Context: an optimization exercise on an open-source flow, tuned for small area, a short achievable clock period and few clock cycles per item. The choices shown serve that exercise and are no tape-out recipe. Only simulation tests tie the RTL to the original design; equivalence was not proved.

===== run.sh =====
#!/bin/bash
# synth_recipe.tcl (not shown) runs the flow's synth.tcl, then flattens the netlist and writes it again
# the make line also repeats each setting of config.mk as NAME=value (left out here)
make -C /OpenROAD-flow-scripts/flow DESIGN_CONFIG=/design/flow/config.mk WORK_HOME=/design/flow/orfs CLKGATE_MAP_FILE= SYNTH_SCRIPT=/design/flow/synth_recipe.tcl finish

===== config.mk =====
export PLATFORM = sky130hd
export DESIGN_NAME = sha256_unit
export DESIGN_NICKNAME = sha256_unit
export VERILOG_FILES = /design/flow/design.v
export SDC_FILE = /design/flow/constraint.sdc
export NUM_CORES = 4
export LEC_CHECK = 0
export CAP_MARGIN = 20
export CORE_MARGIN = 2
export CORE_UTILIZATION = 40
export SLEW_MARGIN = 20

===== constraint.sdc =====
create_clock -name core_clock -period 10.0 [get_ports {clk}]
set_input_delay 2.0000 -clock core_clock [delete_from_list [all_inputs] [get_ports {clk}]]
set_output_delay 2.0000 -clock core_clock [all_outputs]
set_load 0.01 [all_outputs]

===== design.v =====
module sha256_unit (
    input  wire         clk,
    input  wire         rst,
    input  wire         init,
    input  wire         blk_valid,
    input  wire [511:0] block,
    output wire         busy,
    output wire [255:0] digest
);
    reg  [31:0] h0, h1, h2, h3, h4, h5, h6, h7;    
    reg  [31:0] a, b, c, d, e, f, g, h;            
    reg  [31:0] w [0:15];                          
    reg  [5:0]  round;                             
    reg         running;                           
    reg         finish;                            
    assign busy   = running | finish;
    assign digest = {h0, h1, h2, h3, h4, h5, h6, h7};
    reg [31:0] k;
    always @(*) begin
        case (round)
            6'd0:  k = 32'h428a2f98; 6'd1:  k = 32'h71374491; 6'd2:  k = 32'hb5c0fbcf; 6'd3:  k = 32'he9b5dba5;
            6'd4:  k = 32'h3956c25b; 6'd5:  k = 32'h59f111f1; 6'd6:  k = 32'h923f82a4; 6'd7:  k = 32'hab1c5ed5;
            6'd8:  k = 32'hd807aa98; 6'd9:  k = 32'h12835b01; 6'd10: k = 32'h243185be; 6'd11: k = 32'h550c7dc3;
            6'd12: k = 32'h72be5d74; 6'd13: k = 32'h80deb1fe; 6'd14: k = 32'h9bdc06a7; 6'd15: k = 32'hc19bf174;
            6'd16: k = 32'he49b69c1; 6'd17: k = 32'hefbe4786; 6'd18: k = 32'h0fc19dc6; 6'd19: k = 32'h240ca1cc;
            6'd20: k = 32'h2de92c6f; 6'd21: k = 32'h4a7484aa; 6'd22: k = 32'h5cb0a9dc; 6'd23: k = 32'h76f988da;
            6'd24: k = 32'h983e5152; 6'd25: k = 32'ha831c66d; 6'd26: k = 32'hb00327c8; 6'd27: k = 32'hbf597fc7;
            6'd28: k = 32'hc6e00bf3; 6'd29: k = 32'hd5a79147; 6'd30: k = 32'h06ca6351; 6'd31: k = 32'h14292967;
            6'd32: k = 32'h27b70a85; 6'd33: k = 32'h2e1b2138; 6'd34: k = 32'h4d2c6dfc; 6'd35: k = 32'h53380d13;
            6'd36: k = 32'h650a7354; 6'd37: k = 32'h766a0abb; 6'd38: k = 32'h81c2c92e; 6'd39: k = 32'h92722c85;
            6'd40: k = 32'ha2bfe8a1; 6'd41: k = 32'ha81a664b; 6'd42: k = 32'hc24b8b70; 6'd43: k = 32'hc76c51a3;
            6'd44: k = 32'hd192e819; 6'd45: k = 32'hd6990624; 6'd46: k = 32'hf40e3585; 6'd47: k = 32'h106aa070;
            6'd48: k = 32'h19a4c116; 6'd49: k = 32'h1e376c08; 6'd50: k = 32'h2748774c; 6'd51: k = 32'h34b0bcb5;
            6'd52: k = 32'h391c0cb3; 6'd53: k = 32'h4ed8aa4a; 6'd54: k = 32'h5b9cca4f; 6'd55: k = 32'h682e6ff3;
            6'd56: k = 32'h748f82ee; 6'd57: k = 32'h78a5636f; 6'd58: k = 32'h84c87814; 6'd59: k = 32'h8cc70208;
            6'd60: k = 32'h90befffa; 6'd61: k = 32'ha4506ceb; 6'd62: k = 32'hbef9a3f7; default: k = 32'hc67178f2;
        endcase
    end
    wire [31:0] s1    = {e[5:0], e[31:6]} ^ {e[10:0], e[31:11]} ^ {e[24:0], e[31:25]};
    wire [31:0] ch    = (e & f) ^ (~e & g);
    wire [31:0] s0    = {a[1:0], a[31:2]} ^ {a[12:0], a[31:13]} ^ {a[21:0], a[31:22]};
    wire [31:0] maj   = (a & b) ^ (a & c) ^ (b & c);
    wire [31:0] t1    = h + s1 + ch + k + w[0];
    wire [31:0] t2    = s0 + maj;
    wire [31:0] w1    = w[1];
    wire [31:0] w14   = w[14];
    wire [31:0] ss0   = {w1[6:0], w1[31:7]} ^ {w1[17:0], w1[31:18]} ^ (w1 >> 3);
    wire [31:0] ss1   = {w14[16:0], w14[31:17]} ^ {w14[18:0], w14[31:19]} ^ (w14 >> 10);
    wire [31:0] w_new = ss1 + w[9] + ss0 + w[0];
    integer i;
    always @(posedge clk) begin
        if (rst) begin
            h0 <= 32'h6a09e667; h1 <= 32'hbb67ae85; h2 <= 32'h3c6ef372; h3 <= 32'ha54ff53a;
            h4 <= 32'h510e527f; h5 <= 32'h9b05688c; h6 <= 32'h1f83d9ab; h7 <= 32'h5be0cd19;
            running <= 1'b0;
            finish  <= 1'b0;
            round   <= 6'd0;
        end else if (!busy) begin
            if (init) begin
                h0 <= 32'h6a09e667; h1 <= 32'hbb67ae85; h2 <= 32'h3c6ef372; h3 <= 32'ha54ff53a;
                h4 <= 32'h510e527f; h5 <= 32'h9b05688c; h6 <= 32'h1f83d9ab; h7 <= 32'h5be0cd19;
            end else if (blk_valid) begin
                a <= h0; b <= h1; c <= h2; d <= h3;
                e <= h4; f <= h5; g <= h6; h <= h7;
                for (i = 0; i < 16; i = i + 1)
                    w[i] <= {block[32*i +: 8], block[32*i+8 +: 8],
                             block[32*i+16 +: 8], block[32*i+24 +: 8]};
                round   <= 6'd0;
                running <= 1'b1;
            end
        end else if (running) begin
            h <= g; g <= f; f <= e; e <= d + t1;
            d <= c; c <= b; b <= a; a <= t1 + t2;
            for (i = 0; i < 15; i = i + 1)
                w[i] <= w[i+1];
            w[15] <= w_new;
            round <= round + 6'd1;
            if (round == 6'd63) begin
                running <= 1'b0;
                finish  <= 1'b1;
            end
        end else begin
            h0 <= h0 + a; h1 <= h1 + b; h2 <= h2 + c; h3 <= h3 + d;
            h4 <= h4 + e; h5 <= h5 + f; h6 <= h6 + g; h7 <= h7 + h;
            finish <= 1'b0;
        end
    end
endmodule

==> out/metrics.yaml <==
outcome: "complete, no violations"
clock_skew_ns: 0.0355
fmax_ghz: 0.118
drcViolationCount: 0
avgViaCountPerCell: 5.53
hold_path.class: "reg -> reg"
synthAdderAreaFrac: 0.129
cp_slowest_stage_delay_ns: 0.69
synthFlopType: "edfxtp_1"
grt_pass1_vias: 58100
rsz0062_at_grt: "false"
drv_cap: 0
rows: 152
synthSimpleGateAreaFrac: 0.190
cts_tree: "built"
synth.area.mux_share: 0.00655
critPathSlowestCell: "edfxtp_1"
wirelength_um: 283000
cts-root-buf: "clkbuf_16"
startpoint_type: "register"
r2r-start: "e[28]"
critPathRequiredTime_ns: 10.54
synthesis.area_um2: 69500
synth_cells: 7799
crit_top_cell: "a21o_1"
dpl_worst_slack_ns: 1.59
mostFrequentLayoutCell: "nand2_1"
overflow: 0
postPlaceCellArea_um2: 79300
die_h_um: 421
wl_per_cell_um: 26.2
dieArea_um2: 177000
postRouteAntennaNets: 0
avgSynthCellArea_um2: 8.91
rr_worst_depth: 33
clk_latency_ns: 0.82
critPathLaunch: "e[28]"
fin_setup_tns_ns: 0
clockBufferDepth: 3
drv_slew: 0
cts-buffers-inserted: 135
clkSinkCount: 1064
timing.hold.ws_ns: 0.491
synth_top_cell_by_area: "edfxtp_1"
r2r_slack_ns: 1.56
finalInstanceArea_um2: 83700
cts.reportedPaths.clkPinSlew_ns: 0.06
fin_crit_sh: 0.844
nets: 9475
drtIter0Drc: 5899
r2r-end: "a[28]"
area_growth_syn_to_layout_pct: 20.5
synth_nets: 8899
grt_max_degree: 224
fin_ws_ns: 1.56
cts_resized: 0
ys_ff_latch: 1064
ios: 773
synth_top_family_by_area: "simple AND/OR/NAND/NOR gates"
dieWidth_um: 421
mostFrequentLayoutCells: "nand2_1 (2317), clkdlybuf4s50_1 (771), edfxtp_1 (768)"
vias: 59800
start_util: 0.404
drive_gt1_frac: 0.0410
synthTopCellsByArea: "edfxtp_1 (33%), nand2_1 (13%), dfxtp_1 (8.5%)"
worstMarginPinSlew_ns: 1.26
grt_pass1_wl_um: 401000
nFillCells: 16500
grt_use_total: 0.312
hpwl_um: 215000
post-cts-setup-buffers: 0
port_buffers: 772
ys_seq_area_frac: 0.417
critPathKind: "reg -> reg"
worstSetupEndpoint: "a[28]"
coreArea_um2: 172000
crit_path_end_kind: "register"
synth_cell_types: 97
cp.arrival_ns: 8.98
crit_fanout: 6
final-setup-viol-count: 0
relSlewSlack: 0.160
antenna_found_initial: 36
synthArstFlopShare: 0
yosys_warnings: 2
synth_top_area_share: 0.332
holdBufCountCts: 0
hold_viol: 0
synth_xor_area_frac: 0.0716
synth-edff-count: 768
synth_compound_area_frac: 0.145
firstDrtPassIters: 6
finalCriticalPeriod_ns: 8.44
htree_levels: 4
place_congestion: 0.969
[per-stage QoR]
stage                      util  cells
after floorplan               -   7799
after global placement    0.461  10500
after detailed placement  0.461  10500
after CTS                 0.486  10800
after global routing      0.486  10800
final                     0.486  10800
[sequential cells by signal, indices dropped and copies added, names as in the netlist, 6 cells and up]
| register | count |
|---|---|
| a | 32 |
| b | 32 |
| c | 32 |
| d | 32 |
| e | 32 |
| f | 32 |
| g | 32 |
| h | 32 |
| h0 | 32 |
| h1 | 32 |
| h2 | 32 |
| h3 | 32 |
| h4 | 32 |
| h5 | 32 |
| h6 | 32 |
| h7 | 32 |
| k | 32 |
| round | 6 |
| w | 512 |
[area by class of cell]
cell class,instances,area (um^2),area share
Multi-Input combinational cell,5998,37800,0.452
Sequential cell,1064,29000,0.346
Timing Repair Buffer,829,8270,0.0987
Clock buffer,183,3730,0.0446
Tap cell,2310,2890,0.0345
Inverter,347,1310,0.0156
Clock inverter,66,689,0.00823
Antenna cell,17,42.5,0.000508
[critical path, delay by kind of cell (launching register included)]
| kind | cells | cell delay (ns) |
|---|---|---|
| AND/OR/NAND/NOR | 3 | 0.45 |
| adder cells (fa/ha/maj) | 6 | 2.59 |
| buffers and inverters | 3 | 0.14 |
| XOR/XNOR | 4 | 0.79 |
| flip-flops | 1 | 0.69 |
| AO/OA/AOI/OAI | 17 | 3.47 |
[metal layers]
metal / share of wire / up-vias / wire, um / global-route usage
met1: 0.40 / 29000 / 112000 / 0.384
met4: 0.061 / 32 / 17200 / 0.169
met5: 0.00072 / - / 205 / 0
met3: 0.069 / 543 / 19600 / 0.0637
li1: - / 27900 / - / -
met2: 0.47 / 2254 / 134000 / 0.515
[logic make-up (layout without fill, tap and decap cells)]
family | after synthesis | in the layout
AOI/OAI and AO/OA | 1581 | 1581
muxes | 42 | 42
and+or+nand+nor | 3201 | 3201
xor gates and xnor gates | 568 | 568
buffers and inverters | 737 | 1425
other | 0 | 17
adders and majority gates | 606 | 606
DFF | 1064 | 1064
[synth_stat cells (43+ instances only)]
cell and count:
nor3_1 63, xor2_1 190, a211oi_1 57, a21o_1 210, ha_1 389, o21bai_1 43, clkbuf_1 333, nand3_1 80
a21oi_1 443, a31oi_1 44, nand2_1 2318, dfxtp_1 296, xnor2_1 378, o22ai_1 92, nand2b_1 142, o21ai_1 80
fa_1 195, nor2_1 378, inv_1 342, edfxtp_1 768, a22oi_1 68, o21ai_0 264
[worst min-delay path by stage]
stage / from / endpoint / slack (ns) / cells past startpoint
after floorplan: w[11][0] / w[10][0] / 0.49 / 2
after global placement: h7[31] / h7[31] / 0.48 / 1
after detailed placement: h7[31] / h7[31] / 0.48 / 1
after CTS: w[15][23] / w[14][23] / 0.50 / 2
after global routing: h5[29] / h5[29] / 0.52 / 2
final: w[15][23] / w[14][23] / 0.49 / 2
Testbench counts, summed over its fixed seeds: cycles 50,997, blocks 768.

afterwards: timing with drivers on the ports:
Ports are ideal in the flow. The routed layout listed here was re-timed in OpenROAD. Step 1 sets driving cells, clkbuf_16 on the clock port and buf_2 on the other inputs (assumed; they add their load-dependent delay and slew). Step 2 also shifts input and output timing later by t, the mid clock arrival at the registers, as if the neighbouring blocks saw the same clock. a / b / c = ideal ports / drivers / drivers and shift; a / b = the first two.
t (ns): 0.891
setup WS [ns]: 1.561 / 1.561 / 1.561
worst setup path after step 2: register to register
slew at the worst register clock pin (ns): 0.06 / 0.06
cell pins on the clock port's net: 1
After both steps this run still meets setup and hold. The setup slack of this run moves by 0.000 ns with the drivers and by 0.000 ns with both steps.
